From an optimization exercise on the open Yosys and OpenROAD flow, aimed at small area, a short achievable clock period and few clock cycles per item; shortcuts taken in it are not production practice.
The RTL was checked by simulation tests, not by an equivalence proof against the original design.
Power is estimated from default activity; no workload was simulated.

==> flow/design.v <==
module iz_carrier_decode (
    input  wire [255:0] c,
    output wire         cov
);
    wire [63:0] r_lo  = c[63:0];
    wire [63:0] r_mid = c[127:64];
    wire [63:0] r_hi  = c[191:128];
    wire [23:0] r_cnt = c[215:192];
    wire [5:0]  r_anc = c[221:216];
    wire lo_nz  = |r_lo;
    wire mid_nz = |r_mid;
    wire hi_nz  = |r_hi;
    wire cnt_z  = ~|r_cnt;
    wire [23:0] cm1;
    iz_add #(.W(24)) u_cm1 (.a(r_cnt), .b(24'hFFFFFF), .ci(1'b0), .s(cm1), .co());
    wire bad_lo, bad_mid, bad_hi;
    iz_bin_check u_lo  (.x(r_lo),  .cm1(cm1), .bad(bad_lo));
    iz_bin_check u_mid (.x(r_mid), .cm1(cm1), .bad(bad_mid));
    iz_bin_check u_hi  (.x(r_hi),  .cm1(cm1), .bad(bad_hi));
    wire anc_big = r_anc[5] & r_anc[4] & (r_anc[3] | (r_anc[2] & (r_anc[1] | r_anc[0])));
    wire cnt_big = r_cnt[23] & (|r_cnt[22:0]);
    wire empty_bad = cnt_z & ((|c[225:222]) | (|r_anc) | lo_nz | mid_nz | hi_nz);
    wire low_bad = ((r_anc[5:1] == 5'd0) & lo_nz) | ((r_anc == 6'd0) & mid_nz);
    assign cov = c[226] | (|c[255:227]) | anc_big | cnt_big | empty_bad |
                 low_bad | bad_lo | bad_mid | bad_hi;
endmodule
module iz_bin_check (
    input  wire [63:0] x,
    input  wire [23:0] cm1,
    output wire        bad
);
    wire        s = x[63];
    wire [63:0] y = x ^ {64{s}};
    wire gt1, eq1, gt0, eq0;
    iz_cmp #(.W(24)) u_c1 (.a(y[63:40]), .b(cm1),  .gt(gt1), .eq(eq1));
    iz_cmp #(.W(24)) u_c0 (.a(y[23:0]),  .b(~cm1), .gt(gt0), .eq(eq0));
    assign bad = gt1 | (eq1 & (&y[39:24]) & (gt0 | (s & eq0)));
endmodule
module iz_cmp #(
    parameter W = 8
) (
    input  wire [W-1:0] a,
    input  wire [W-1:0] b,
    output wire         gt,
    output wire         eq
);
    localparam N = (W <= 8) ? 8 : (W <= 16) ? 16 : (W <= 32) ? 32 : (W <= 64) ? 64 : (W <= 128) ? 128 : 256;
    reg [N-1:0] g, e;
    integer i, l;
    always @* begin
        g = {N{1'b0}};
        e = {N{1'b1}};
        for (i = 0; i < W; i = i + 1) begin
            g[i] = a[i] & ~b[i];
            e[i] = ~(a[i] ^ b[i]);
        end
        for (l = 1; l < N; l = l * 2)
            for (i = 0; i + l < N; i = i + 2 * l) begin
                g[i] = g[i + l] | (e[i + l] & g[i]);
                e[i] = e[i + l] & e[i];
            end
    end
    assign gt = g[0];
    assign eq = e[0];
endmodule
module iz_add #(
    parameter W = 8
) (
    input  wire [W-1:0] a,
    input  wire [W-1:0] b,
    input  wire         ci,
    output wire [W-1:0] s,
    output wire         co
);
    reg [W-1:0] p, g, p0;
    integer i, j;
    always @* begin
        p0 = a ^ b;
        p = p0;
        g = a & b;
        g[0] = g[0] | (p[0] & ci);
        for (i = 1; (1 << i) <= W; i = i + 1)
            for (j = (1 << i) - 1; j < W; j = j + (1 << i)) begin
                g[j] = g[j] | (p[j] & g[j - (1 << (i - 1))]);
                p[j] = p[j] & p[j - (1 << (i - 1))];
            end
        for (i = 8; i > 0; i = i - 1)
            for (j = (1 << i) + (1 << (i - 1)) - 1; j < W; j = j + (1 << i)) begin
                g[j] = g[j] | (p[j] & g[j - (1 << (i - 1))]);
                p[j] = p[j] & p[j - (1 << (i - 1))];
            end
    end
    assign s  = p0 ^ {g[W-2:0], ci};
    assign co = g[W-1];
endmodule
module iz_lead #(
    parameter W  = 145,
    parameter PW = 8
) (
    input  wire [W-1:0]  x,
    output wire [PW-1:0] pp
);
    localparam L = (W <= 8) ? 3 : (W <= 16) ? 4 : (W <= 32) ? 5 : (W <= 64) ? 6 : (W <= 128) ? 7 : 8;
    localparam N = 1 << L;
    wire [N-1:0] xp = {{(N-W){1'b0}}, x};
    genvar k, i;
    generate
        for (k = 0; k <= L; k = k + 1) begin : lv
            wire [(N >> k)-1:0] v;
            wire [((N >> k) * (k + 1))-1:0] p;
            for (i = 0; i < (N >> k); i = i + 1) begin : nd
                if (k == 0) begin : leaf
                    assign v[i] = xp[i];
                    assign p[i] = 1'b0;
                end else begin : node
                    wire vh = lv[k-1].v[2*i+1];
                    wire vl = lv[k-1].v[2*i];
                    wire [k-1:0] ph = lv[k-1].p[(2*i+1)*k +: k];
                    wire [k-1:0] pl = lv[k-1].p[(2*i)*k +: k];
                    assign v[i] = vh | vl;
                    assign p[i*(k+1) +: (k+1)] = vh ? {1'b1, ph} : {1'b0, pl};
                end
            end
        end
    endgenerate
    wire [L:0] top_p = lv[L].p[L:0];
    assign pp = {{(PW-L){1'b0}}, top_p[L:1]};
endmodule
module iz_carrier_unit (
    input  wire         clk,
    input  wire         rst,
    input  wire         in_valid,
    output wire         in_ready,
    input  wire [1:0]   in_op,
    input  wire [255:0] in_a,
    input  wire [255:0] in_b,
    output reg          out_valid,
    input  wire         out_ready,
    output wire [255:0] out_data,
    output wire [2:0]   out_exc
);
    localparam [23:0] L = 24'h800000;
    localparam [63:0] QNAN = 64'h7FF8_0000_0000_0000;
    localparam [63:0] PINF = 64'h7FF0_0000_0000_0000;
    localparam [63:0] NINF = 64'hFFF0_0000_0000_0000;
    wire op_dep = (in_op == 2'd0);
    wire op_mrg = (in_op == 2'd1);
    wire op_q   = in_op[1];
    wire [63:0] a_lo  = in_a[63:0];
    wire [63:0] a_mid = in_a[127:64];
    wire [63:0] a_hi  = in_a[191:128];
    wire [23:0] a_cnt = in_a[215:192];
    wire [5:0]  a_anc = in_a[221:216];
    wire        a_nan = in_a[222], a_pinf = in_a[223], a_ninf = in_a[224], a_any = in_a[225];
    wire [63:0] b_lo  = in_b[63:0];
    wire [63:0] b_mid = in_b[127:64];
    wire [63:0] b_hi  = in_b[191:128];
    wire [23:0] b_cnt = in_b[215:192];
    wire [5:0]  b_anc = in_b[221:216];
    wire cov_a, cov_b;
    iz_carrier_decode u_dec_a (.c(in_a), .cov(cov_a));
    iz_carrier_decode u_dec_b (.c(in_b), .cov(cov_b));
    wire [63:0] x  = in_b[63:0];
    wire        xs = x[63];
    wire [10:0] xe = x[62:52];
    wire [51:0] xf = x[51:0];
    wire e_max  = &xe;
    wire e_zero = ~|xe;
    wire f_zero = ~|xf;
    wire x_nan  = e_max & ~f_zero;
    wire x_inf  = e_max & f_zero;
    wire x_zero = e_zero & f_zero;
    wire x_fnz  = ~e_max & ~x_zero;           
    wire [11:0] xg = {1'b0, xe} + 12'd57;
    wire [8:0]  xn = xg[11:3];
    reg  [5:0]  xb_n;
    reg  [2:0]  xr_n;
    wire [4:0] xuv = {1'b0, xn[7:4]} + {1'b0, xn[3:0]} + {xn[8], 4'd0};
    reg  [2:0] xq1;
    always @* begin
        case (xuv)
            5'd0, 5'd1, 5'd2, 5'd3, 5'd4:      begin xq1 = 3'd0; xr_n = xuv[2:0];         end
            5'd5, 5'd6, 5'd7, 5'd8, 5'd9:      begin xq1 = 3'd1; xr_n = xuv[2:0] - 3'd5;  end
            5'd10, 5'd11, 5'd12, 5'd13, 5'd14: begin xq1 = 3'd2; xr_n = xuv[2:0] - 3'd2;  end
            5'd15, 5'd16, 5'd17, 5'd18, 5'd19: begin xq1 = 3'd3; xr_n = xuv[2:0] - 3'd7;  end
            5'd20, 5'd21, 5'd22, 5'd23, 5'd24: begin xq1 = 3'd4; xr_n = xuv[2:0] - 3'd4;  end
            5'd25, 5'd26, 5'd27, 5'd28, 5'd29: begin xq1 = 3'd5; xr_n = xuv[2:0] - 3'd1;  end
            default:                           begin xq1 = 3'd6; xr_n = xuv[2:0] - 3'd6;  end
        endcase
    end
    always @* xb_n = {xn[8:4], 1'b0} + {1'b0, xn[8:4]} + {3'd0, xq1};
    wire        sub_hi = |xf[51:34];
    wire [5:0]  xb = e_zero ? {5'd0, sub_hi} : xb_n;
    wire [2:0]  xr = e_zero ? (sub_hi ? 3'd2 : 3'd7) : xr_n;
    wire [2:0]  x3 = e_zero ? 3'd2 : xg[2:0];
    wire        fill = op_dep & x_fnz & xs;
    wire [52:0] xm   = {~e_zero, xf} ^ {53{xs}};
    reg [59:0] va;
    always @* begin
        case (x3)
            3'd0: va = {{7{fill}}, xm};
            3'd1: va = {{6{fill}}, xm, {1{fill}}};
            3'd2: va = {{5{fill}}, xm, {2{fill}}};
            3'd3: va = {{4{fill}}, xm, {3{fill}}};
            3'd4: va = {{3{fill}}, xm, {4{fill}}};
            3'd5: va = {{2{fill}}, xm, {5{fill}}};
            3'd6: va = {{1{fill}}, xm, {6{fill}}};
            default: va = {xm, {7{fill}}};
        endcase
    end
    reg [91:0] vw;
    always @* begin
        case (xr)
            3'd0: vw = {{32{fill}}, va};
            3'd1: vw = {{24{fill}}, va, {8{fill}}};
            3'd2: vw = {{16{fill}}, va, {16{fill}}};
            3'd3: vw = {{8{fill}}, va, {24{fill}}};
            3'd4: vw = {va, {32{fill}}};
            default: vw = {va[35:0], {56{fill}}};
        endcase
    end
    wire [119:0] wx = {vw, {28{fill}}};
    wire [39:0] wx_hi  = wx[119:80];
    wire [39:0] wx_mid = (xb == 6'd0) ? {40{fill}} : wx[79:40];
    wire [39:0] wx_lo  = (xb[5:1] == 5'd0) ? {40{fill}} : wx[39:0];
    wire       y_valid = op_mrg | (op_dep & x_fnz);
    wire [5:0] y_anc   = op_mrg ? b_anc : xb;
    wire signed [12:0] xd = $signed({2'b00, xe}) - $signed({1'b0, a_anc, 5'd0}) -
                            $signed({4'b0000, a_anc, 3'd0});
    wire [3:0] dn_le = {xd < -13'sd137, xd < -13'sd97, xd < -13'sd57, xd < -13'sd17};
    wire [1:0] dn_ge = {xd >= 13'sd63, xd >= 13'sd23};
    wire signed [6:0] bd = $signed({1'b0, y_anc}) - $signed({1'b0, a_anc});
    wire [3:0] db_le = {bd <= -7'sd3, bd <= -7'sd2, bd <= -7'sd1, bd <= 7'sd0};
    wire [1:0] db_ge = {bd >= 7'sd3, bd >= 7'sd2};
    wire       use_xd  = op_dep & ~e_zero;
    wire [3:0] le      = use_xd ? dn_le : db_le;
    wire [1:0] ge      = use_xd ? dn_ge : db_ge;
    wire       a_ge    = le[0];
    wire [1:0] dc_ay   = le[3] ? 2'd3 : le[2] ? 2'd2 : le[1] ? 2'd1 : 2'd0;
    wire [1:0] dc_ya   = ge[1] ? 2'd3 : ge[0] ? 2'd2 : 2'd1;
    wire       y_up    = y_valid & ~a_ge;
    wire [5:0] m_anc   = y_up ? y_anc : a_anc;
    wire [1:0] sh_a    = y_up ? dc_ya : 2'd0;
    wire [1:0] sh_y    = ~y_valid ? 2'd3 : (a_ge ? dc_ay : 2'd0);
    wire [63:0] yr_lo  = op_dep ? {{24{fill}}, wx_lo}  : b_lo;
    wire [63:0] yr_mid = op_dep ? {{24{fill}}, wx_mid} : b_mid;
    wire [63:0] yr_hi  = op_dep ? {{24{fill}}, wx_hi}  : b_hi;
    wire [63:0] yfill  = {64{fill}};
    wire [63:0] al_hi  = (sh_a == 2'd0) ? a_hi : 64'd0;
    wire [63:0] al_mid = (sh_a == 2'd0) ? a_mid : (sh_a == 2'd1) ? a_hi : 64'd0;
    wire [63:0] al_lo  = (sh_a == 2'd0) ? a_lo : (sh_a == 2'd1) ? a_mid :
                         (sh_a == 2'd2) ? a_hi : 64'd0;
    wire [63:0] yl_hi  = (sh_y == 2'd0) ? yr_hi : yfill;
    wire [63:0] yl_mid = (sh_y == 2'd0) ? yr_mid : (sh_y == 2'd1) ? yr_hi : yfill;
    wire [63:0] yl_lo  = (sh_y == 2'd0) ? yr_lo : (sh_y == 2'd1) ? yr_mid :
                         (sh_y == 2'd2) ? yr_hi : yfill;
    wire [63:0] s_lo, s_mid, s_hi;
    wire [63:0] y_mid = yl_mid | ({64{op_q}} & {{40{a_lo[63]}}, a_lo[63:40]});
    wire        c40;
    wire [24:0] mh1;
    iz_add #(.W(40)) u_c40 (.a(a_mid[39:0]), .b({{16{a_lo[63]}}, a_lo[63:40]}),
                            .ci(1'b0), .s(), .co(c40));
    iz_add #(.W(25)) u_mh1 (.a({a_mid[63], a_mid[63:40]}), .b({25{a_lo[63]}}),
                            .ci(1'b0), .s(mh1), .co());
    wire [63:0] y_hi  = yl_hi  | ({64{op_q}} & {{39{mh1[24]}}, mh1});
    iz_add #(.W(64)) u_add_lo  (.a(al_lo),  .b(yl_lo), .ci(fill), .s(s_lo),  .co());
    iz_add #(.W(64)) u_add_mid (.a(al_mid), .b(y_mid), .ci(fill), .s(s_mid), .co());
    iz_add #(.W(64)) u_add_hi  (.a(al_hi),  .b(y_hi),  .ci(fill | (op_q & c40)), .s(s_hi), .co());
    wire [23:0] cnt_s;
    wire        cnt_c;
    iz_add #(.W(24)) u_add_cnt (.a(a_cnt), .b(op_mrg ? b_cnt : 24'd1), .ci(1'b0),
                                .s(cnt_s), .co(cnt_c));
    wire ovf = cov_a | (op_mrg & cov_b) | cnt_c | (cnt_s[23] & (|cnt_s[22:0]));
    wire f_nan  = a_nan  | (op_mrg ? in_b[222] : (op_dep & x_nan));
    wire f_pinf = a_pinf | (op_mrg ? in_b[223] : (op_dep & x_inf & ~xs));
    wire f_ninf = a_ninf | (op_mrg ? in_b[224] : (op_dep & x_inf & xs));
    wire f_any  = a_any  | (op_mrg ? in_b[225] : (op_dep & ~(x_zero & xs)));
    wire kill  = ~op_q & ovf;             
    wire clear = op_q | ovf;              
    wire [226:0] r_d = {
        kill,
        {f_any, f_ninf, f_pinf, f_nan} & {4{~clear}},
        m_anc & {6{~kill}},
        kill ? L : (cnt_s & {24{~op_q}}),
        {s_hi, s_mid, s_lo} & {192{~kill}}
    };
    wire q_nan = cov_a | a_nan | (a_pinf & a_ninf);
    wire [6:0] f_d = {
        op_q,
        op_q ? cov_a : ovf,                                
        op_q & ~cov_a & a_pinf & a_ninf & ~a_nan,          
        q_nan,
        a_pinf | a_ninf,
        a_ninf,
        (a_cnt != 24'd0) & ~a_any                          
    };
    reg [226:0] r;
    reg         r_q, r_e0, r_e1, r_qnan, r_qinf, r_qneg, r_zneg;
    assign in_ready = !out_valid || out_ready;
    wire take = in_valid && in_ready;
    always @(posedge clk) begin
        if (rst)
            out_valid <= 1'b0;
        else if (in_ready)
            out_valid <= in_valid;
    end
    always @(posedge clk) begin
        if (take) begin
            r <= r_d;
            {r_q, r_e0, r_e1, r_qnan, r_qinf, r_qneg, r_zneg} <= f_d;
        end
    end
    wire [143:0] t    = {r[191:128], r[103:64], r[39:0]};
    wire [5:0]   anc  = r[221:216];
    wire         sgn  = t[143];
    wire [143:0] tn   = t ^ {144{sgn}};       
    wire         t_zero = ~|t;
    wire [144:0] lz_in = {tn, 1'b1} |
                         ({145{anc == 6'd0}} & (145'd1 << 139)) |
                         ({145{anc == 6'd1}} & (145'd1 << 99)) |
                         ({145{anc == 6'd2}} & (145'd1 << 59)) |
                         ({145{anc == 6'd3}} & (145'd1 << 19));
    wire [7:0] sft;
    iz_lead #(.W(145), .PW(8)) u_lead (.x(lz_in), .pp(sft));
    wire [197:0] xs0 = {t, 54'd0};
    wire [180:0] xs7 = sft[7] ? {{111{1'b0}}, xs0[197:128]} : xs0[180:0];
    wire [116:0] xs6 = sft[6] ? xs7[180:64] : xs7[116:0];
    wire [84:0]  xs5 = sft[5] ? xs6[116:32] : xs6[84:0];
    wire [68:0]  xs4 = sft[4] ? xs5[84:16]  : xs5[68:0];
    wire [60:0]  xs3 = sft[3] ? xs4[68:8]   : xs4[60:0];
    wire [56:0]  xs2 = sft[2] ? xs3[60:4]   : xs3[56:0];
    wire [54:0]  xs1 = sft[1] ? xs2[56:2]   : xs2[54:0];
    wire [53:0]  xs_ = sft[0] ? xs1[54:1]   : xs1[53:0];
    wire st = (sft[7] & (|xs0[127:54])) | (sft[6] & (|xs7[63:0])) |
              (sft[5] & (|xs6[31:0])) | (sft[4] & (|xs5[15:0])) |
              (sft[3] & (|xs4[7:0])) | (sft[2] & (|xs3[3:0])) |
              (sft[1] & (|xs2[1:0])) | (sft[0] & xs1[0]);
    wire [53:0] mg = xs_ ^ {54{sgn}};         
    wire [52:0] m  = mg[53:1];
    wire        g  = mg[0];
    wire        cy  = sgn & ~st;
    wire        inc = cy ? (g | m[0]) : (g & (st | m[0]));
    wire [11:0] e40 = {anc, 5'd0} + {3'd0, anc, 3'd0} - 12'd139;
    wire [11:0] epre = {4'd0, sft} + e40;
    wire [11:0] ehid = epre + {11'd0, m[52]};
    wire [63:0] pk;
    iz_add #(.W(64)) u_round (.a({ehid, m[51:0]}), .b(64'd0), .ci(inc), .s(pk), .co());
    wire q_ovf = pk[63] | (&pk[62:52]);
    reg [63:0] q_res;
    always @* begin
        if (r_qnan)
            q_res = QNAN;
        else if (r_qinf)
            q_res = r_qneg ? NINF : PINF;
        else if (t_zero)
            q_res = r_zneg ? 64'h8000_0000_0000_0000 : 64'd0;
        else if (q_ovf)
            q_res = sgn ? NINF : PINF;
        else
            q_res = {sgn, pk[62:0]};
    end
    wire q_oexc = ~r_qnan & ~r_qinf & ~t_zero & q_ovf;
    assign out_data = {29'd0,
                       r[226:222],
                       r[221:216] & {6{~r_q}},
                       r[215:192],
                       r[191:64] & {128{~r_q}},
                       r_q ? q_res : r[63:0]};
    assign out_exc = {r_q & q_oexc, r_e1, r_e0};
endmodule
==> flow/flow/run.sh <==
#!/bin/bash
# Layout flow: the standard ORFS flow, run with a setup-slack margin so
# that ORFS's timing repair works towards a shorter achieved period than the
# 40 ns clock asks for. Clock, constraints and every other step are the
# standard ones. The make output goes to flow_make.log in this folder.
set -euo pipefail
MARGIN=${MARGIN:-22}
bash standard.sh SETUP_SLACK_MARGIN=$MARGIN finish > flow_make.log 2>&1
==> flow/standard.sh <==
#!/bin/bash
# synth_recipe.tcl (not shown) runs the flow's synth.tcl, then flattens the netlist and writes it again
# the make line also repeats each setting of config.mk as NAME=value (left out here)
make -C /OpenROAD-flow-scripts/flow DESIGN_CONFIG=/design/flow/config.mk WORK_HOME=/design/flow/orfs CLKGATE_MAP_FILE= SYNTH_SCRIPT=/design/flow/synth_recipe.tcl "${@:-finish}"
==> flow/config.mk <==
export PLATFORM = sky130hd
export DESIGN_NAME = iz_carrier_unit
export DESIGN_NICKNAME = iz_carrier_unit
export VERILOG_FILES = /design/flow/design.v
export SDC_FILE = /design/flow/constraint.sdc
export NUM_CORES = 4
export LEC_CHECK = 0
export ABC_AREA = 1
export CAP_MARGIN = 20
export CORE_MARGIN = 2
export CORE_UTILIZATION = 50
export PLACE_DENSITY = 0.65
export SLEW_MARGIN = 20
==> flow/constraint.sdc <==
create_clock -name core_clock -period 40.0 [get_ports {clk}]
set_input_delay 8.0000 -clock core_clock [delete_from_list [all_inputs] [get_ports {clk}]]
set_output_delay 8.0000 -clock core_clock [all_outputs]
set_load 0.01 [all_outputs]
==> summary.txt, run 1 <==
TritonCTS clock tree: built
WS Path Type: in -> reg
Die height: 352 um
Number of flops mapped to enable cells by yosys: 234
CP Max Fanout: 30
Clock Sinks: 235
Post-DP HPWL: 303 mm
Most common cell after layout, fill and taps aside: nand2_1
Hold depth: 2
Drt first pass iters: 15
Outcome: finished clean
Clock network power share: 0.062
Final Critical Period: 18.19 ns
Filler cell count: 11153
Worst R2R Path Depth: 3
Fraction of layout cells with a size suffix above 1: 0.0784
Worst-Skew Late Latency: 0.65 ns
Ports: 779
Int Power: 1630 uW
Max Buffers Root-to-Sink: 3
Worst rel slew slack: 0.0566
Worst r2r src: out_valid$_SDFFE_PP0N_
Crit path launch type: primary input
Max Freq: 55.0 MHz
Worst-Margin Slew: 1.42 ns
Fin crit share: 0.455
R2r setup slk: 37.48 ns
Ys Warns: 6
CTS Root Cell: clkbuf_16
Hold crit path type: reg -> reg
Gate power share: 0.818
Crit-path slowest cell: o22ai_1
Yosys top cell area share: 0.142
RSZ-0062 raised after global routing: true
Slew Limit Fails: 0
Initial antenna violation count: 34
Routed WL: 396 mm
Max H-tree Level: 1
First-pass GRT wire length: 540 mm
Largest net degree at the start of global routing: 175
WP depth: 66
Seq pwr share: 0.119
Max stage delay on crit path: 1.16 ns
Worst hold path startpoint: out_valid$_SDFFE_PP0N_
DIE WIDTH: 352 um
Arrival @ worst endpoint: 18.55 ns
Global Route Usage Sum: 0.598
Max-cap viol count: 0
Num CTS Buffers: 28
Rows: 127
1st-iter DRT viols: 16413
Worst Skew: 0.0436 ns
Dpl ws: 17.50 ns
Synth Flop Type: edfxtp_1
Sequential share of the synthesized area: 0.116
Crit path top cell by count: nand2_1
Top cells by area, synth: nand2_1, ha_1, edfxtp_1
GRT overflow: 0
Reg clk slew, reported paths: 0.06 ns
Hold_ws: 0.573 ns
Post-route DRC: 0
# hold bufs at CTS: 0
Syn Area/Cell: 6.25 um^2
Leakage power: 0.0355 uW
Commonest non-fill, non-tap cells in the layout: nand2_1, inv_1, nor2_1
Setup WS post-layout: 21.81 ns
Vias in the first global route: 75009
Cells after Synth: 9700
Pwr Density: 56.5 mW/mm^2
Required @ worst endpoint: 40.36 ns
Tot Pwr: 4190 uW
Core ar.: 0.120 mm^2
Setup TNS: 0 ns
RR Endpoint: r[226]$_DFFE_PP_
Vias/cell: 6.87
Switching share of power: 0.610
Largest area contributor in the netlist: nand2_1
Port bufs: 749
Type of destination of the critical path: register
Area grow syn2layout: 22.2%
Fin nets: 11651
Crit path max-delay family: compound AO/OA/AOI/OAI gates
Buf/Inv on CP: 16
Yosys cell types: 79
Vias: 82375
Routed WL per cell: 33.0 um
Reg area: 0.00705 mm^2
Post-synth ARST share: 0
Non-filler cells, final: 11991
FF+latch count, synth: 235
Worst Hold End: out_valid$_SDFFE_PP0N_
GP Congestion: 1.23
Hold Fails Final Rpt: 0
Post-route ant nets: 0
Initial Utilization: 0.504
Psw: 2550 uW
Endpoints failing setup: 0
Max VDD drop: 0.0470 mV
Full die area: 0.124 mm^2
Placed Cells: 11719
Area of the multi-input gates: 0.0482 mm^2
Post-Syn Area: 0.0606 mm^2
==> flip-flops by register name (all words and copies together) (netlist names) <==
name and count:
r 227, r_e1 1, r_q 1, out_valid 1
r_qnan 1, r_qinf 1, r_zneg 1, r_qneg 1
r_e0 1
==> power groups by stage <==
stage                     logic, uW  registers (uW)  clock network [uW]
final                          3430             499                 261
after global routing           3570             485                 266
after CTS                      3050             475                 256
after detailed placement       2880             480                   0
after global placement         2840             478                   0
after floorplan                1830             410                   0
==> logic make-up (layout without fill, tap and decap cells) <==
family                   after synthesis  in the layout  synth area share
flip-flops                           235            235             0.116
AO/OA/AOI/OAI                       1912           1912             0.192
XOR/XNOR                             499            499            0.0724
adder cells (fa/ha/maj)              802            802             0.182
AND/OR/NAND/NOR                     4537           4543             0.321
other                                  1             57         0.0000619
buffers and inverters               1712           2329             0.116
multiplexers                           2              2          0.000330
==> how the worst max path moves through the flow <==
| stage | to | slack (ns) | from |
|---|---|---|---|
| CTS | r[63]$_DFFE_PP_ | 21.99 | in_b[52] |
| global placement | r[63]$_DFFE_PP_ | 17.66 | in_b[52] |
| floorplan | r[127]$_DFFE_PP_ | 21.94 | in_b[52] |
| finish | r[63]$_DFFE_PP_ | 21.81 | in_b[53] |
| global route | r[63]$_DFFE_PP_ | 21.49 | in_b[52] |
| detailed placement | r[63]$_DFFE_PP_ | 17.50 | in_b[52] |
==> stage by stage <==
stage,utilization,cell area (um^2)
6_report,0.617,74100
5_1_grt,0.616,74000
4_1_cts,0.601,72200
3_5_place_dp,0.576,69200
3_3_place_gp,0.576,69200
2_1_floorplan,-,61000
==> cell usage after synthesis, types with 90 or more instances <==
| master | count |
|---|---|
| edfxtp_1 | 234 |
| xor2_1 | 351 |
| inv_1 | 1143 |
| nand2_1 | 2291 |
| fa_1 | 131 |
| a22oi_1 | 175 |
| nor2_1 | 973 |
| o22ai_1 | 121 |
| nand4_1 | 174 |
| xnor2_1 | 146 |
| a21oi_1 | 485 |
| nor4_1 | 158 |
| o21ai_1 | 105 |
| clkbuf_1 | 270 |
| a221oi_1 | 107 |
| ha_1 | 671 |
| o21ai_0 | 533 |
| buf_2 | 90 |
| nand3_1 | 723 |
==> worst register-to-register path: stages, from the launching register on <==
cell	delay [ns]
dfxtp_1	0.35
a21oi_4	0.15
buf_4	0.71
buf_12	0.68
==> final cells by class <==
class,instances,share of cell area
inverter,1179,0.0617
multi-input combinational,7787,0.651
antenna,28,0.000946
tap,1612,0.0272
timing repair buffer,1094,0.151
sequential,235,0.0951
clock buffer,35,0.0102
timing repair inverter,6,0.000642
clock inverter,15,0.00201
==> layer usage <==
metal	wire, um	global-route usage	vias up
li1	-	-	34140
met3	65200	0.288	2847
met2	149000	0.826	8145
met4	56800	0.634	30
met1	124000	0.637	37213
met5	478	0.0215	-
==> timing repair <==
action	in CTS	in global routing
pin swaps	79	136
resized for setup	279	239
buffers inserted	77	78
endpoints found under the hold margin	0	0
endpoints found under the setup margin	248	151
cloned	24	12
Testbench counts, summed over its fixed seeds: cycles 12,008, items 12,000.
==> inputs of run 2 (changes only) <==
==> flow/flow/run.sh (replaced) <==
#!/bin/bash
# Layout flow: the standard ORFS flow (standard.sh), with three changes to
# how the layout is made:
#  - synthesis maps the logic with the ABC script in flow/abc_area.script
#    (an area-oriented mapping in place of ORFS's abc_area.script); the rest
#    of synthesis is the standard one, so registers keep their names and cells;
#  - ORFS's timing repair works to a setup-slack margin, so that it aims at a
#    shorter achieved period than the 40 ns clock asks for;
#  - the buffer that the standard flow puts on every port is buf_1.
# Clock, constraints and every other step are the standard ones. Each make
# run's output goes to a log file in this folder.
set -euo pipefail
MARGIN=${MARGIN:-22}
rm -rf synth_scripts
cp -r "$FLOW_HOME/scripts" synth_scripts
cp flow/abc_area.script synth_scripts/abc_area.script
bash standard.sh SCRIPTS_DIR="$PWD/synth_scripts" synth > flow_synth.log 2>&1
bash standard.sh SETUP_SLACK_MARGIN=$MARGIN \
    "BUFFER_PORTS_ARGS=-buffer_cell sky130_fd_sc_hd__buf_1" finish > flow_make.log 2>&1
==> flow/flow/abc_area.script (new file) <==
strash
&get -n
&fraig -x
&put
scorr
dc2
strash
&get -n
&dch -f
&nf
&put
topo
stime -c
==> summary.txt, run 2 <==
Yosys cell types: 75
Ys Warns: 6
GRT overflow: 1
Top cells by area, synth: ha_1, edfxtp_1, a21oi_1
Max Buffers Root-to-Sink: 3
Yosys top cell area share: 0.157
# hold bufs at CTS: 0
Post-Syn Area: 0.0536 mm^2
Number of flops mapped to enable cells by yosys: 234
Ports: 779
Log Error: [ERROR GRT-0232] Routing congestion too high. Check the congestion heatmap in the GUI.
Num CTS Buffers: 27
GP Congestion: 1.15
Most common library cells after synthesis: a21oi_1, ha_1, nor2_1, nand2_1, o21ai_0
Initial Utilization: 0.502
Port bufs: 749
Global Route Usage Sum: 0.699
Die height: 331 um
Post-DP HPWL: 261 mm
Largest area contributor in the netlist: ha_1
Most numerous cell in the Yosys netlist: a21oi_1
DIE WIDTH: 331 um
Stop stage: global routing
Synth Flop Type: edfxtp_1
Outcome: did not finish
Rows: 120
Max H-tree Level: 1
FF+latch count, synth: 235
Sequential share of the synthesized area: 0.131
Clock Sinks: 235
Placed Area: 0.0604 mm^2
Post-synth ARST share: 0
Largest net degree at the start of global routing: 175
Syn Area/Cell: 7.75 um^2
CTS Root Cell: clkbuf_16
Cells after Synth: 6916
[run 2: cell count changes after synthesis, sizes merged, moves of 202 or more]
cell | before | now
buf | 262 | 60
clkbuf | 271 | 0
clkinv | 6 | 422
inv | 1173 | 0
mux2i | 2 | 284
nand2 | 2310 | 588
nand3 | 731 | 168
nor2 | 1005 | 654
o21ai | 648 | 439
[run 2: power by group through the flow]
stage	clock, uW	combinational (uW)	sequential [uW]
CTS	252	3880	622
detailed placement	0	3350	626
global placement	0	3280	628
floorplan	0	2140	499
[run 2: worst max-delay path by stage]
stage	start	to	cells after the start
2_1_floorplan	r[191]$_DFFE_PP_	out_data[21]	56
3_5_place_dp	r[191]$_DFFE_PP_	out_data[27]	59
4_1_cts	r[191]$_DFFE_PP_	out_data[44]	63
3_3_place_gp	r[191]$_DFFE_PP_	out_data[3]	60
[run 2: what timing repair did]
action | in CTS
pin swaps | 257
setup buffers | 250
resized for setup | 591
endpoints found under the setup margin | 247
cloned | 43
[run 2: metal layers]
metal  GRT overflow  GRT usage
met5              0      0.170
met1              0      0.678
met3              0      0.487
met4              0      0.784
met2              1      0.902
[run 2: per-stage QoR]
step	instances	worst slack, ns	power [uW]
2_1_floorplan	6944	8.14	2640
3_3_place_gp	9237	13.19	3910
3_5_place_dp	9237	12.78	3970
4_1_cts	9580	16.42	4750
[run 2: cells by family after synthesis]
kind of cell,synth area share
XOR/XNOR,0.0986
buffers and inverters,0.0380
AND/OR/NAND/NOR,0.212
adder cells (fa/ha/maj),0.206
multiplexers,0.0545
AO/OA/AOI/OAI,0.260
flip-flops,0.131
other,0.0000700
==> inputs of run 3 (changes only) <==
--- a/flow/design.v
+++ b/flow/design.v
@@ -191,8 +191,19 @@
     always @* xb_n = {xn[8:4], 1'b0} + {1'b0, xn[8:4]} + {3'd0, xq1};
     wire        sub_hi = |xf[51:34];
     wire [5:0]  xb = e_zero ? {5'd0, sub_hi} : xb_n;
-    wire [2:0]  xr = e_zero ? (sub_hi ? 3'd2 : 3'd7) : xr_n;
-    wire [2:0]  x3 = e_zero ? 3'd2 : xg[2:0];
+    wire [5:0]  xm5s = {2'b00, xe[10:7]} + {2'b00, xe[6:3]} + 6'd2 + {5'd0, &xe[2:0]};
+    reg  [2:0]  xr_f;
+    always @* begin
+        case (xm5s)
+            6'd0, 6'd5, 6'd10, 6'd15, 6'd20, 6'd25, 6'd30: xr_f = 3'd0;
+            6'd1, 6'd6, 6'd11, 6'd16, 6'd21, 6'd26, 6'd31: xr_f = 3'd1;
+            6'd2, 6'd7, 6'd12, 6'd17, 6'd22, 6'd27, 6'd32: xr_f = 3'd2;
+            6'd3, 6'd8, 6'd13, 6'd18, 6'd23, 6'd28, 6'd33: xr_f = 3'd3;
+            default: xr_f = 3'd4;
+        endcase
+    end
+    wire [2:0]  xr = e_zero ? (sub_hi ? 3'd2 : 3'd7) : xr_f;
+    wire [2:0]  x3 = e_zero ? 3'd2 : (xe[2:0] + 3'd1);
     wire        fill = op_dep & x_fnz & xs;
     wire [52:0] xm   = {~e_zero, xf} ^ {53{xs}};
     reg [59:0] va;
@@ -221,15 +232,18 @@
     end
     wire [119:0] wx = {vw, {28{fill}}};
     wire [39:0] wx_hi  = wx[119:80];
-    wire [39:0] wx_mid = (xb == 6'd0) ? {40{fill}} : wx[79:40];
-    wire [39:0] wx_lo  = (xb[5:1] == 5'd0) ? {40{fill}} : wx[39:0];
+    wire        xb_is0 = e_zero & ~sub_hi;
+    wire        xb_le1 = e_zero | (xe < 11'd23);
+    wire [39:0] wx_mid = xb_is0 ? {40{fill}} : wx[79:40];
+    wire [39:0] wx_lo  = xb_le1 ? {40{fill}} : wx[39:0];
     wire       y_valid = op_mrg | (op_dep & x_fnz);
     wire [5:0] y_anc   = op_mrg ? b_anc : xb;
     wire signed [12:0] xd = $signed({2'b00, xe}) - $signed({1'b0, a_anc, 5'd0}) -
                             $signed({4'b0000, a_anc, 3'd0});
     wire [3:0] dn_le = {xd < -13'sd137, xd < -13'sd97, xd < -13'sd57, xd < -13'sd17};
     wire [1:0] dn_ge = {xd >= 13'sd63, xd >= 13'sd23};
-    wire signed [6:0] bd = $signed({1'b0, y_anc}) - $signed({1'b0, a_anc});
+    wire [5:0] yb_anc  = op_mrg ? b_anc : {5'd0, sub_hi};
+    wire signed [6:0] bd = $signed({1'b0, yb_anc}) - $signed({1'b0, a_anc});
     wire [3:0] db_le = {bd <= -7'sd3, bd <= -7'sd2, bd <= -7'sd1, bd <= 7'sd0};
     wire [1:0] db_ge = {bd >= 7'sd3, bd >= 7'sd2};
     wire       use_xd  = op_dep & ~e_zero;
==> flow/flow/run.sh (replaced) <==
#!/bin/bash
# Layout flow: the standard ORFS flow, with two changes to how the layout
# is made: ORFS's timing repair works to a setup-slack margin, so that it aims
# at a shorter achieved period than the 40 ns clock asks for, and the buffer
# that the standard flow puts on every port is the small buf_1. Clock,
# constraints and every other step are the standard ones. The make output goes
# to flow_make.log in this folder.
set -euo pipefail
MARGIN=${MARGIN:-23.5}
bash standard.sh SETUP_SLACK_MARGIN=$MARGIN \
    "BUFFER_PORTS_ARGS=-buffer_cell sky130_fd_sc_hd__buf_1" finish > flow_make.log 2>&1
--- a/flow/config.mk
+++ b/flow/config.mk
@@ -8,6 +8,6 @@
 export ABC_AREA = 1
 export CAP_MARGIN = 20
 export CORE_MARGIN = 2
-export CORE_UTILIZATION = 50
-export PLACE_DENSITY = 0.65
+export CORE_UTILIZATION = 40
+export PLACE_DENSITY = 0.55
 export SLEW_MARGIN = 20
removed: flow/flow/abc_area.script
==> summary.txt, run 3 <==
Post-synth ARST share: 0
Biggest register: r
Slew Limit Fails: 0
Final Critical Period: 16.64 ns
Most common library cells after synthesis: nand2_1, inv_1, nor2_1, nand3_1, ha_1
Syn Area/Cell: 6.30 um^2
Yosys cell types: 75
R2r setup slk: 36.82 ns
Switching share of power: 0.591
Ports: 779
Max stage delay on crit path: 0.90 ns
Largest area contributor in the netlist: ha_1
Commonest non-fill, non-tap cells in the layout: nand2_1, inv_1, nor2_1
Max-cap viol count: 0
Worst r2r src: out_valid$_SDFFE_PP0N_
Vias in the first global route: 71413
Worst rel slew slack: 0.146
FF+latch count, synth: 235
RSZ-0062 raised after global routing: false
Most common cell after layout, fill and taps aside: nand2_1
Max H-tree Level: 1
WS Path Type: reg -> out
Reg clk slew, reported paths: 0.07 ns
Port bufs: 749
Hold_ws: 0.539 ns
CTS Root Cell: clkbuf_16
Outcome: finished clean
Rows: 141
Clock Sinks: 235
Setup TNS: 0 ns
Leakage power: 0.0333 uW
Required @ worst endpoint: 32.00 ns
CP Max Fanout: 7
Core ar.: 0.148 mm^2
Crit path top cell by count: o21ai_2
Gate power share: 0.737
Number of flops mapped to enable cells by yosys: 234
Max VDD drop: 0.0341 mV
Post-DP HPWL: 331 mm
Crit-path slowest cell: edfxtp_1
Top cells by area, synth: ha_1, nand2_1, edfxtp_1
Dpl ws: 19.33 ns
Vias: 79605
Most numerous cell in the Yosys netlist: nand2_1
Filler cell count: 15363
Vias/cell: 6.55
DIE WIDTH: 390 um
Max Freq: 60.1 MHz
Hold crit path type: reg -> reg
GP Congestion: 1.16
Type of destination of the critical path: primary output
GRT overflow: 0
Max Buffers Root-to-Sink: 3
Fin util: 0.478
Cells after Synth: 9468
Global Route Usage Sum: 0.521
Drt first pass iters: 9
Seq pwr share: 0.159
Sequential share of the synthesized area: 0.118
Worst setup startpoint: r[167]$_DFFE_PP_
Die height: 390 um
Fraction of layout cells with a size suffix above 1: 0.0943
Setup WS post-layout: 23.37 ns
Yosys top cell area share: 0.143
Full die area: 0.152 mm^2
Worst-Skew Late Latency: 0.64 ns
Largest net degree at the start of global routing: 180
First-pass GRT wire length: 559 mm
Initial Utilization: 0.403
Fin crit share: 0.416
RR Endpoint: r[104]$_DFFE_PP_
TritonCTS clock tree: built
Synth Flop Type: edfxtp_1
1st-iter DRT viols: 12362
Crit path launch type: register
Pwr Density: 36.2 mW/mm^2
Post-Syn Area: 0.0596 mm^2
Clock network power share: 0.104
Psw: 1510 uW
Worst Skew: 0.0367 ns
Routed WL per cell: 35.2 um
Ys Warns: 6
Num CTS Buffers: 27
Endpoints failing setup: 0
Post-route DRC: 0
Area grow syn2layout: 18.4%
Routed WL: 428 mm
Fin nets: 11511
Worst-Margin Slew: 1.27 ns
Int Power: 1040 uW
Worst R2R Path Depth: 4
Hold Fails Final Rpt: 0
Initial antenna violation count: 34
Post-route ant nets: 0
Setup crit end: out_data[45]
Arrival @ worst endpoint: 8.64 ns
Max reg flops: 227
[run 3: cell count changes after synthesis, sizes merged, moves of 218 or more]
cell    previous run  this run
a21oi            683       465
clkbuf             0       298
clkinv           422         8
inv                0      1193
mux2i            284         1
nand2            588      1944
nand3            168       821
nor2             654      1025
[run 3: worst max-delay path, delay by kind of cell (launching register included)]
| kind | cells | cell delay [ns] |
|---|---|---|
| AOI/OAI and AO/OA | 9 | 1.52 |
| xor gates and xnor gates | 2 | 0.37 |
| adders and majority gates | 5 | 1.05 |
| buffers and inverters | 9 | 1.20 |
| DFF | 1 | 0.90 |
| and+or+nand+nor | 19 | 2.91 |
[run 3: logic make-up (layout without fill, tap and decap cells)]
kind of cell | Yosys count | after routing | synth area share
AO/OA/AOI/OAI | 1909 | 1910 | 0.192
XOR/XNOR | 475 | 475 | 0.0700
adder cells (fa/ha/maj) | 816 | 816 | 0.188
buffers and inverters | 1717 | 2404 | 0.118
flip-flops | 235 | 235 | 0.118
multiplexers | 1 | 1 | 0.000168
other | 1 | 58 | 0.0000629
AND/OR/NAND/NOR | 4314 | 4326 | 0.313
[run 3: how the worst min path moves through the flow]
stage                                   to  slack [ns]              startpoint  cells past startpoint
finish              out_valid$_SDFFE_PP0N_        0.54  out_valid$_SDFFE_PP0N_                      2
global route        out_valid$_SDFFE_PP0N_        0.57  out_valid$_SDFFE_PP0N_                      2
CTS                 out_valid$_SDFFE_PP0N_        0.54  out_valid$_SDFFE_PP0N_                      2
detailed placement  out_valid$_SDFFE_PP0N_        0.53  out_valid$_SDFFE_PP0N_                      2
global placement    out_valid$_SDFFE_PP0N_        0.52  out_valid$_SDFFE_PP0N_                      2
floorplan           out_valid$_SDFFE_PP0N_        0.59  out_valid$_SDFFE_PP0N_                      2
[run 3: power groups by stage]
| stage | registers, uW | clock network, uW | logic (uW) |
|---|---|---|---|
| after floorplan | 349 | 0 | 998 |
| after global placement | 398 | 0 | 1580 |
| after detailed placement | 398 | 0 | 1600 |
| after CTS | 393 | 264 | 1670 |
| after global routing | 398 | 271 | 1970 |
| final | 406 | 266 | 1880 |
[run 3: layout make-up]
cell class              count  area, um^2  share of cell area
well taps                1930        2410              0.0342
flip-flops and latches    235        7050              0.0998
diodes                     29        72.6             0.00103
clock buffers              28         679             0.00962
repair inverters            2        13.8            0.000195
repair buffers           1153        7650               0.108
clock inverters            20         220             0.00312
multi-input cells        7557       47900               0.678
inverters                1201        4620              0.0655
[run 3: repair_timing]
action	4_1_cts	5_1_grt
pin swaps	42	97
setup buffers	70	125
hold buffers	0	0
endpoints found under the setup margin	247	158
cloned	25	41
gates resized for setup	304	426
[run 3: metal layers]
layer | vias to the layer above | part of all wire | GRT usage | wire length [um]
met1 | 37180 | 0.34 | 0.586 | 144000
met5 | - | 0.00069 | 0 | 296
met4 | 30 | 0.13 | 0.533 | 55900
li1 | 33799 | - | - | -
met3 | 2015 | 0.12 | 0.146 | 51200
met2 | 6581 | 0.41 | 0.773 | 176000
[run 3: through the flow]
| step | total power, uW | cells | area, um^2 |
|---|---|---|---|
| 6_report | 2550 | 12155 | 70600 |
| 5_1_grt | 2640 | 12129 | 70500 |
| 4_1_cts | 2320 | 11959 | 67100 |
| 3_5_place_dp | 2000 | 11816 | 63900 |
| 3_3_place_gp | 1980 | 11814 | 63900 |
| 2_1_floorplan | 1350 | 9496 | 59700 |
Testbench counts of run 3, summed over its fixed seeds: cycles 12,008, items 12,000.
==> inputs of run 4 (changes only) <==
--- a/flow/flow/run.sh
+++ b/flow/flow/run.sh
@@ -6,6 +6,6 @@
 # constraints and every other step are the standard ones. The make output goes
 # to flow_make.log in this folder.
 set -euo pipefail
-MARGIN=${MARGIN:-23.5}
+MARGIN=${MARGIN:-22}
 bash standard.sh SETUP_SLACK_MARGIN=$MARGIN \
     "BUFFER_PORTS_ARGS=-buffer_cell sky130_fd_sc_hd__buf_1" finish > flow_make.log 2>&1
==> summary.txt, run 4 <==
1st-iter DRT viols: 10916
Endpoints failing setup: 0
Largest net degree at the start of global routing: 180
Required @ worst endpoint: 40.37 ns
Setup TNS: 0 ns
Metal2 WL: 167 mm
Dpl ws: 19.33 ns
Hold_ws: 0.542 ns
CTS Root Cell: clkbuf_16
Vias in the first global route: 70153
Most common cell after layout, fill and taps aside: nand2_1
Fraction of layout cells with a size suffix above 1: 0.0422
Port bufs: 749
R2r setup slk: 36.84 ns
Hold depth: 2
Largest area contributor in the netlist: ha_1
RR Endpoint: r[111]$_DFFE_PP_
M1 wire length: 142 mm
Drt first pass iters: 8
GRT overflow: 0
Initial Utilization: 0.403
Max H-tree Level: 1
RSZ-0062 raised after global routing: true
Post-route cell area: 0.0655 mm^2
Max-cap viol count: 0
Buf/Inv on CP: 8
Max Buffers Root-to-Sink: 3
Crit path max-delay family: simple AND/OR/NAND/NOR gates
Post-Syn Area: 0.0596 mm^2
Hold Fails Final Rpt: 0
Syn Area/Cell: 6.30 um^2
Top cells by area, synth: ha_1, nand2_1, edfxtp_1
Crit path top cell by count: nand2_1
Worst rel slew slack: 0.110
Sequential share of the synthesized area: 0.118
Worst-Margin Slew: 1.32 ns
Area grow syn2layout: 9.91%
Routed WL per cell: 33.9 um
Leakage power: 0.0312 uW
# hold bufs at CTS: 0
Type of destination of the critical path: register
Filler cell count: 15847
Worst Skew: 0.0231 ns
Vias/cell: 6.43
Rows: 141
Crit-path slowest cell: o31ai_1
WS Path Type: in -> reg
Non-filler cells, final: 11918
Die height: 390 um
Hold crit path type: reg -> reg
Yosys top cell area share: 0.143
Gate power share: 0.720
Max Freq: 56.0 MHz
Commonest non-fill, non-tap cells in the layout: nand2_1, inv_1, nor2_1
Global Route Usage Sum: 0.508
WP depth: 48
Worst hold path startpoint: out_valid$_SDFFE_PP0N_
Outcome: finished clean
Psw: 1420 uW
CP Max Fanout: 40
Biggest register: r
Most common library cells after synthesis: nand2_1, inv_1, nor2_1, nand3_1, ha_1
Pwr Density: 36.3 mW/mm^2
Ports: 779
Most numerous cell in the Yosys netlist: nand2_1
Arrival @ worst endpoint: 18.22 ns
Fin crit share: 0.446
Clock network power share: 0.111
DIE WIDTH: 390 um
Worst R2R Path Depth: 4
GP Congestion: 1.16
Crit path launch type: primary input
Post-synth ARST share: 0
Post-route DRC: 0
TritonCTS clock tree: built
Cells after Synth: 9468
Setup WS post-layout: 22.15 ns
Int Power: 959 uW
Core ar.: 0.148 mm^2
First-pass GRT wire length: 546 mm
Post-route ant nets: 0
Worst setup startpoint: in_b[60]
Placed Area: 0.0639 mm^2
Met3 wire len: 42.5 mm
Vias: 76687
Max layer used: met5
Worst Hold End: out_valid$_SDFFE_PP0N_
Number of flops mapped to enable cells by yosys: 234
Synth Flop Type: edfxtp_1
Slew Limit Fails: 0
Max VDD drop: 0.0340 mV
Final Critical Period: 17.85 ns
Seq pwr share: 0.169
Ys Warns: 6
Worst r2r src: out_valid$_SDFFE_PP0N_
Routed WL: 404 mm
Yosys cell types: 75
Clock Sinks: 235
Fin nets: 11277
FF+latch count, synth: 235
Max reg flops: 227
Full die area: 0.152 mm^2
Reg clk slew, reported paths: 0.07 ns
Placed Cells: 11816
Num CTS Buffers: 27
Switching share of power: 0.596
Initial antenna violation count: 24
Max stage delay on crit path: 0.90 ns
Worst-Skew Late Latency: 0.63 ns
Post-DP HPWL: 331 mm
-- run 4: worst max path at each step --
stage / endpoint
4_1_cts: r[63]$_DFFE_PP_
5_1_grt: out_data[45]
3_3_place_gp: r[191]$_DFFE_PP_
3_5_place_dp: r[191]$_DFFE_PP_
6_report: r[63]$_DFFE_PP_
2_1_floorplan: in_ready
-- run 4: worst min-delay path, cell delays in order (launching register included) --
cell and delay, ns:
dfxtp_1 0.35, nand2_1 0.10, a21oi_1 0.06
-- run 4: what timing repair did --
item	in CTS	in global routing
pin swaps	2	5
setup endpoints to repair	196	147
buffers inserted	5	12
hold endpoints to repair	0	0
gates resized for setup	53	75
cloned	4	3
-- run 4: kinds of logic (layout without fill, tap and decap cells) --
| group | count (synthesis) | in the layout | share of synthesized area |
|---|---|---|---|
| AND/OR/NAND/NOR | 4314 | 4318 | 0.313 |
| AO/OA/AOI/OAI | 1909 | 1910 | 0.192 |
| buffers and inverters | 1717 | 2178 | 0.118 |
| adder cells (fa/ha/maj) | 816 | 816 | 0.188 |
| XOR/XNOR | 475 | 475 | 0.0700 |
| flip-flops | 235 | 235 | 0.118 |
| other | 1 | 55 | 0.0000629 |
| multiplexers | 1 | 1 | 0.000168 |
-- run 4: layer usage --
layer / global-route usage / up-vias
li1: - / 33250
met1: 0.584 / 36016
met2: 0.755 / 5747
met3: 0.120 / 1654
met4: 0.520 / 20
met5: 0 / -
-- run 4: power groups by stage --
| stage | combinational [uW] | sequential (uW) | clock [uW] |
|---|---|---|---|
| final | 1710 | 401 | 264 |
| after CTS | 1620 | 392 | 264 |
| after global placement | 1580 | 398 | 0 |
| after global routing | 1810 | 395 | 270 |
| after floorplan | 998 | 349 | 0 |
| after detailed placement | 1600 | 398 | 0 |
-- run 4: area by class of cell --
type                    instances  area (um^2)  share of cell area
clock inverters                20          220             0.00336
diodes                         26         65.1            0.000993
repair inverters                1         5.00           0.0000764
clock buffers                  28          679              0.0104
inverters                    1201         4550              0.0694
well taps                    1930         2410              0.0368
multi-input cells            7549        46200               0.704
flip-flops and latches        235         7050               0.108
repair buffers                928         4410              0.0673
-- run 4: stage by stage --
stage          utilization  total power, uW
6_report             0.443             2380
2_1_floorplan            -             1350
3_5_place_dp         0.432             2000
3_3_place_gp         0.432             1980
5_1_grt              0.443             2480
4_1_cts              0.440             2270
==> inputs of run 5 (changes only) <==
--- a/flow/design.v
+++ b/flow/design.v
@@ -356,10 +356,15 @@
     wire        inc = cy ? (g | m[0]) : (g & (st | m[0]));
     wire [11:0] e40 = {anc, 5'd0} + {3'd0, anc, 3'd0} - 12'd139;
     wire [11:0] epre = {4'd0, sft} + e40;
-    wire [11:0] ehid = epre + {11'd0, m[52]};
-    wire [63:0] pk;
-    iz_add #(.W(64)) u_round (.a({ehid, m[51:0]}), .b(64'd0), .ci(inc), .s(pk), .co());
-    wire q_ovf = pk[63] | (&pk[62:52]);
+    wire [51:0] mf;
+    wire        mc;
+    iz_add #(.W(52)) u_round (.a(m[51:0]), .b(52'd0), .ci(inc), .s(mf), .co(mc));
+    wire [11:0] epre1 = epre + 12'd1;
+    wire [11:0] epre2 = epre + 12'd2;
+    wire [11:0] efin  = (m[52] & mc) ? epre2 : (m[52] | mc) ? epre1 : epre;
+    wire [63:0] pk    = {efin, mf};
+    wire q_ovf = (epre >= 12'd2047) | ((epre == 12'd2046) & (m[52] | mc)) |
+                 ((epre == 12'd2045) & m[52] & mc);
     reg [63:0] q_res;
     always @* begin
         if (r_qnan)
--- a/flow/flow/run.sh
+++ b/flow/flow/run.sh
@@ -6,6 +6,6 @@
 # constraints and every other step are the standard ones. The make output goes
 # to flow_make.log in this folder.
 set -euo pipefail
-MARGIN=${MARGIN:-22}
+MARGIN=${MARGIN:-22.5}
 bash standard.sh SETUP_SLACK_MARGIN=$MARGIN \
     "BUFFER_PORTS_ARGS=-buffer_cell sky130_fd_sc_hd__buf_1" finish > flow_make.log 2>&1
==> summary.txt, run 5 <==
Sequential share of the synthesized area: 0.117
Worst rel slew slack: 0.0824
Post-synth ARST share: 0
Synth Area in Simple Gates: 0.313
Required @ worst endpoint: 40.32 ns
Vias in the first global route: 71923
Rows: 142
Vias/cell: 6.49
Crit path launch type: primary input
Number of flops mapped to enable cells by yosys: 234
WS Path Type: in -> reg
RSZ-0062 raised after global routing: true
Largest family of logic cells by synthesized area: simple AND/OR/NAND/NOR gates
Hold_ws: 0.559 ns
Top cells by area, synth: ha_1, edfxtp_1, nand2_1
Ys Warns: 7
Max stage delay on crit path: 1.00 ns
Area grow syn2layout: 10.9%
Clock Sinks: 235
Max Freq: 57.6 MHz
Crit-path slowest cell: o21ai_0
GRT overflow: 0
Non-filler cells, final: 12082
Synth Area in Compound Gates: 0.197
Global Route Usage Sum: 0.513
Worst R2R Path Depth: 3
Max-cap viol count: 0
Num CTS Buffers: 27
Yosys top cell area share: 0.141
Post-synthesis adder-cell area fraction: 0.185
Post-Syn Area: 0.0603 mm^2
Max H-tree Level: 1
Fin crit share: 0.434
Reg clk slew, reported paths: 0.08 ns
GP Congestion: 1.18
Slew Limit Fails: 0
Final Critical Period: 17.36 ns
Post-DP HPWL: 333 mm
Max reg flops: 227
Biggest register: r
Drt first pass iters: 10
Yosys cell types: 81
Routed WL per cell: 34.1 um
Setup TNS: 0 ns
Die height: 392 um
Fraction of layout cells with a size suffix above 1: 0.0557
First-pass GRT wire length: 556 mm
Post-route cell area: 0.0669 mm^2
Max Buffers Root-to-Sink: 3
Commonest non-fill, non-tap cells in the layout: nand2_1, inv_1, nor2_1
Arrival @ worst endpoint: 17.68 ns
Worst-Skew Late Latency: 0.61 ns
Cells after Synth: 9491
Worst Skew: 0.0498 ns
Hold depth: 2
Type of destination of the critical path: register
TritonCTS clock tree: built
Worst-Margin Slew: 1.36 ns
Initial antenna violation count: 59
Largest net degree at the start of global routing: 144
Synth Area in XOR/XNOR: 0.0693
Max VDD drop: 0.0332 mV
Initial Utilization: 0.403
CTS Root Cell: clkbuf_16
Leakage power: 0.0311 uW
Fin nets: 11339
Ports: 779
Vias: 78415
Outcome: finished clean
Placed Cells: 11942
Multiplexer share of the synthesized area: 0.000166
Port bufs: 749
Hold Fails Final Rpt: 0
Most numerous cell in the Yosys netlist: nand2_1
Crit path top cell by count: nand2_1
Pwr Density: 35.9 mW/mm^2
Post-route ant nets: 0
1st-iter DRT viols: 12034
Most common library cells after synthesis: nand2_1, inv_1, nor2_1, nand3_1, ha_1
CP Max Fanout: 45
Most common cell after layout, fill and taps aside: nand2_1
Syn Area/Cell: 6.36 um^2
DIE WIDTH: 392 um
Hold crit path type: reg -> reg
Endpoints failing setup: 0
Core ar.: 0.150 mm^2
Routed WL: 412 mm
FF+latch count, synth: 235
Full die area: 0.154 mm^2
Synth Flop Type: edfxtp_1
Placed Area: 0.0647 mm^2
Post-route DRC: 0
Largest area contributor in the netlist: ha_1
==> run 5: cell count changes after synthesis, moves of 17 or more <==
cell,delta
nor2_1,+40
a21oi_1,-23
nand3_1,+118
o22ai_1,+21
buf_2,+17
o21ai_0,-35
nand2_1,-196
o221ai_1,+21
==> run 5: area by class of cell <==
| class | count | area [um^2] |
|---|---|---|
| sequential | 235 | 7050 |
| timing repair buffer | 983 | 4820 |
| tap | 2016 | 2520 |
| inverter | 1199 | 4580 |
| fill | 16012 | 82900 |
| antenna | 37 | 92.6 |
| clock buffer | 33 | 698 |
| clock inverter | 17 | 185 |
| multi-input combinational | 7558 | 46900 |
| timing repair inverter | 4 | 20.0 |
==> run 5: kinds of logic (layout without fill, tap and decap cells) <==
| logic type | after synthesis | after routing |
|---|---|---|
| buffers and inverters | 1729 | 2236 |
| muxes | 1 | 1 |
| other | 1 | 66 |
| and+or+nand+nor | 4302 | 4305 |
| AOI/OAI and AO/OA | 1933 | 1933 |
| adders and majority gates | 813 | 813 |
| xor gates and xnor gates | 477 | 477 |
| DFF | 235 | 235 |
==> run 5: final timing paths <==
path	endpoint	startpoint	slack (ns)
worst max-delay path	r[191]$_DFFE_PP_	in_b[52]	22.64
worst min register to register	out_valid$_SDFFE_PP0N_	out_valid$_SDFFE_PP0N_	0.56
worst min-delay path	out_valid$_SDFFE_PP0N_	out_valid$_SDFFE_PP0N_	0.56
worst max register to register	r[136]$_DFFE_PP_	out_valid$_SDFFE_PP0N_	36.87
==> run 5: routing by layer <==
metal / up-vias / GRT usage / part of all wire
met1: 36757 / 0.561 / 0.34
li1: 33666 / - / -
met3: 1931 / 0.188 / 0.12
met2: 6027 / 0.757 / 0.41
met5: - / 0 / 0.00060
met4: 34 / 0.505 / 0.12
==> run 5: worst max-delay path: cells and delay by family <==
family                   cells  cell delay (ns)
AND/OR/NAND/NOR             13             2.08
XOR/XNOR                     1             0.18
AO/OA/AOI/OAI               13             3.29
buffers and inverters        9             1.60
adder cells (fa/ha/maj)      7             2.49
==> run 5: through the flow <==
step | util | setup slack [ns] | power [uW]
floorplan | - | 23.29 | 1370
global placement | 0.432 | 19.25 | 1990
detailed placement | 0.432 | 18.99 | 2000
CTS | 0.441 | 22.51 | 2270
global route | 0.446 | 22.46 | 2510
finish | 0.447 | 22.64 | 2400
==> run 5: report_power, final <==
part	leakage [uW]	internal (uW)	total, uW	switching, uW
logic	0.0283	522	1760	1230
clock network	0.000423	145	256	111
registers	0.00233	319	393	73.3
==> run 5: timing repair <==
item                                   4_1_cts  5_1_grt
hold buffers                                 0        0
gates cloned                                 2        7
pin swaps                                    7       15
gates resized for setup                     73      120
setup endpoints to repair                  196      102
endpoints found under the hold margin        0        0
buffers inserted                            14       28
Testbench counts of run 5, summed over its fixed seeds: cycles 12,008, items 12,000.
==> inputs of run 6 (changes only) <==
--- a/flow/flow/run.sh
+++ b/flow/flow/run.sh
@@ -6,6 +6,6 @@
 # constraints and every other step are the standard ones. The make output goes
 # to flow_make.log in this folder.
 set -euo pipefail
-MARGIN=${MARGIN:-22.5}
+MARGIN=${MARGIN:-23.5}
 bash standard.sh SETUP_SLACK_MARGIN=$MARGIN \
     "BUFFER_PORTS_ARGS=-buffer_cell sky130_fd_sc_hd__buf_1" finish > flow_make.log 2>&1
==> summary.txt, run 6 <==
Outcome: finished clean
GP Congestion: 1.19
Non-filler cells, final: 12173
TritonCTS clock tree: built
Max reg flops: 227
Reg clk slew, reported paths: 0.06 ns
Worst R2R Path Depth: 3
Post-DP HPWL: 337 mm
Arrival @ worst endpoint: 16.72 ns
Yosys top cell area share: 0.141
Post-synth ARST share: 0
Fraction of layout cells with a size suffix above 1: 0.0805
Largest net degree at the start of global routing: 198
Endpoints failing setup: 0
Post-Syn Area: 0.0603 mm^2
Setup TNS: 0 ns
Slew Limit Fails: 0
Clock Sinks: 235
Worst Skew: 0.0501 ns
Drt first pass iters: 9
Global Route Usage Sum: 0.524
Syn Area/Cell: 6.36 um^2
CP Max Fanout: 66
Placed Area: 0.0648 mm^2
Routed WL per cell: 34.7 um
Setup crit end: r[63]$_DFFE_PP_
Sequential share of the synthesized area: 0.117
Placed Cells: 11944
FF+latch count, synth: 235
Fin nets: 11434
Max-cap viol count: 0
Worst rel slew slack: 0.0863
Crit path launch type: primary input
Max stage delay on crit path: 0.68 ns
Initial antenna violation count: 50
Most common library cells after synthesis: nand2_1, inv_1, nor2_1, nand3_1, ha_1
Yosys cell types: 81
Worst-Margin Slew: 1.37 ns
Crit-path slowest cell: buf_4
Fin crit share: 0.410
Top cells by area, synth: ha_1, edfxtp_1, nand2_1
Initial Utilization: 0.403
WS Path Type: in -> reg
Worst setup startpoint: in_b[37]
Die height: 392 um
Post-route DRC: 0
Port bufs: 749
Type of destination of the critical path: register
Crit path top cell by count: nand2_1
Vias in the first global route: 72464
Area grow syn2layout: 15.0%
First-pass GRT wire length: 566 mm
DIE WIDTH: 392 um
Worst-Skew Late Latency: 0.64 ns
Biggest register: r
Ys Warns: 7
Cells after Synth: 9491
Worst r2r src: out_valid$_SDFFE_PP0N_
1st-iter DRT viols: 11800
Most common cell after layout, fill and taps aside: nand2_1
Max Freq: 60.9 MHz
Required @ worst endpoint: 40.30 ns
R2r setup slk: 37.05 ns
Most numerous cell in the Yosys netlist: nand2_1
Routed WL: 423 mm
Hold depth: 2
Commonest non-fill, non-tap cells in the layout: nand2_1, inv_1, nor2_1
Max VDD drop: 0.0297 mV
Pwr Density: 37.0 mW/mm^2
Full die area: 0.154 mm^2
CTS Root Cell: clkbuf_16
Num CTS Buffers: 28
Max Buffers Root-to-Sink: 3
Core ar.: 0.150 mm^2
Final Critical Period: 16.42 ns
Hold crit path type: reg -> reg
Post-route cell area: 0.0694 mm^2
GRT overflow: 0
Rows: 142
Post-route ant nets: 0
Largest area contributor in the netlist: ha_1
Fin util: 0.463
Vias: 79155
RSZ-0062 raised after global routing: true
Leakage power: 0.0321 uW
RR Endpoint: r[138]$_DFFE_PP_
Vias/cell: 6.50
Number of flops mapped to enable cells by yosys: 234
Ports: 779
Max H-tree Level: 1
Synth Flop Type: edfxtp_1
# hold bufs at CTS: 0
Hold Fails Final Rpt: 0
-- run 6: cell counts after synthesis --
Identical to the previous run, type by type.
-- run 6: layout make-up --
| class | instances | area (um^2) |
|---|---|---|
| clock inverters | 17 | 185 |
| repair inverters | 3 | 21.3 |
| flip-flops and latches | 235 | 7050 |
| repair buffers | 1077 | 6250 |
| diodes | 36 | 90.1 |
| inverters | 1199 | 4680 |
| multi-input cells | 7559 | 47900 |
| clock buffers | 31 | 733 |
| well taps | 2016 | 2520 |
| fillers | 15879 | 80400 |
-- run 6: metrics by stage --
step           setup slack [ns]  hold slack [ns]  total power, uW
6_report                  23.58            0.578             2570
5_1_grt                   23.43            0.600             2660
2_1_floorplan             23.54            0.590             1370
3_3_place_gp              19.60            0.511             2010
3_5_place_dp              19.38            0.567             2020
4_1_cts                   23.48            0.574             2380
-- run 6: power breakdown --
part / leakage (uW) / internal [uW] / switching (uW)
clock network: 0.000439 / 151 / 117
registers: 0.00233 / 319 / 74.1
logic: 0.0293 / 592 / 1310
-- run 6: what timing repair did --
item,CTS,global route
gates resized for setup,295,254
setup endpoints to repair,215,128
cloned,14,11
pin swaps,42,69
setup buffers,54,64
endpoints found under the hold margin,0,0
-- run 6: kinds of logic (layout without fill, tap and decap cells) --
kind of cell             Yosys count  in the layout  synth area share
AND/OR/NAND/NOR                 4302           4306             0.313
AO/OA/AOI/OAI                   1933           1933             0.197
buffers and inverters           1729           2327             0.118
adder cells (fa/ha/maj)          813            813             0.185
XOR/XNOR                         477            477            0.0693
flip-flops                       235            235             0.117
other                              1             65         0.0000622
multiplexers                       1              1          0.000166
-- run 6: critical path, delay by kind of cell --
kind,cells,cell delay [ns]
xor+xnor,1,0.13
simple gates,16,2.76
fa+ha+maj,2,0.62
buf+inv,4,0.97
compound gates,19,4.09
-- run 6: worst min path at each step --
stage	start	endpoint	slack (ns)
after floorplan	out_valid$_SDFFE_PP0N_	out_valid$_SDFFE_PP0N_	0.59
after global placement	out_valid$_SDFFE_PP0N_	out_valid$_SDFFE_PP0N_	0.51
after detailed placement	out_valid$_SDFFE_PP0N_	out_valid$_SDFFE_PP0N_	0.57
after CTS	out_valid$_SDFFE_PP0N_	out_valid$_SDFFE_PP0N_	0.57
after global routing	out_valid$_SDFFE_PP0N_	out_valid$_SDFFE_PP0N_	0.60
final	out_valid$_SDFFE_PP0N_	out_valid$_SDFFE_PP0N_	0.58
-- run 6: per-layer routing --
metal | global-route usage | routed length (um)
met5 | 0.0112 | 492
met4 | 0.534 | 54500
met3 | 0.179 | 53000
met2 | 0.762 | 171000
met1 | 0.582 | 144000

port drivers added, routing unchanged:
The results above use ideal ports. As a check the final layouts listed here were re-extracted and re-timed, cells and wires unchanged. Step 1: set_driving_cell puts a clkbuf_16 on clk and a buf_2 on each other input, an assumption about the parent block. Step 2 moves the port delays by t, midway between the first and last clock arrival at a register: inputs arrive t later, outputs are due t later. That takes back most of the time a late clock gives input paths. Three values: no drivers, after step 1, after step 2; two values: the first two.
run | shift t [ns] | slack for setup (ns) | worst setup path after step 2
run 1 | 0.710 | 21.808 / 21.828 / 21.118 | input to register
run 3 | 0.699 | 23.365 / 23.287 / 22.861 | input to register
run 4 | 0.704 | 22.154 / 22.101 / 21.522 | input to register
run 5 | 0.655 | 22.636 / 22.688 / 22.032 | input to register
run 6 | 0.694 | 23.580 / 23.558 / 22.950 | input to register
After both steps every run listed still meets setup and hold. For run 1, which loses most, drivers alone change the setup slack by +0.020 ns; drivers and shift together by -0.690 ns.
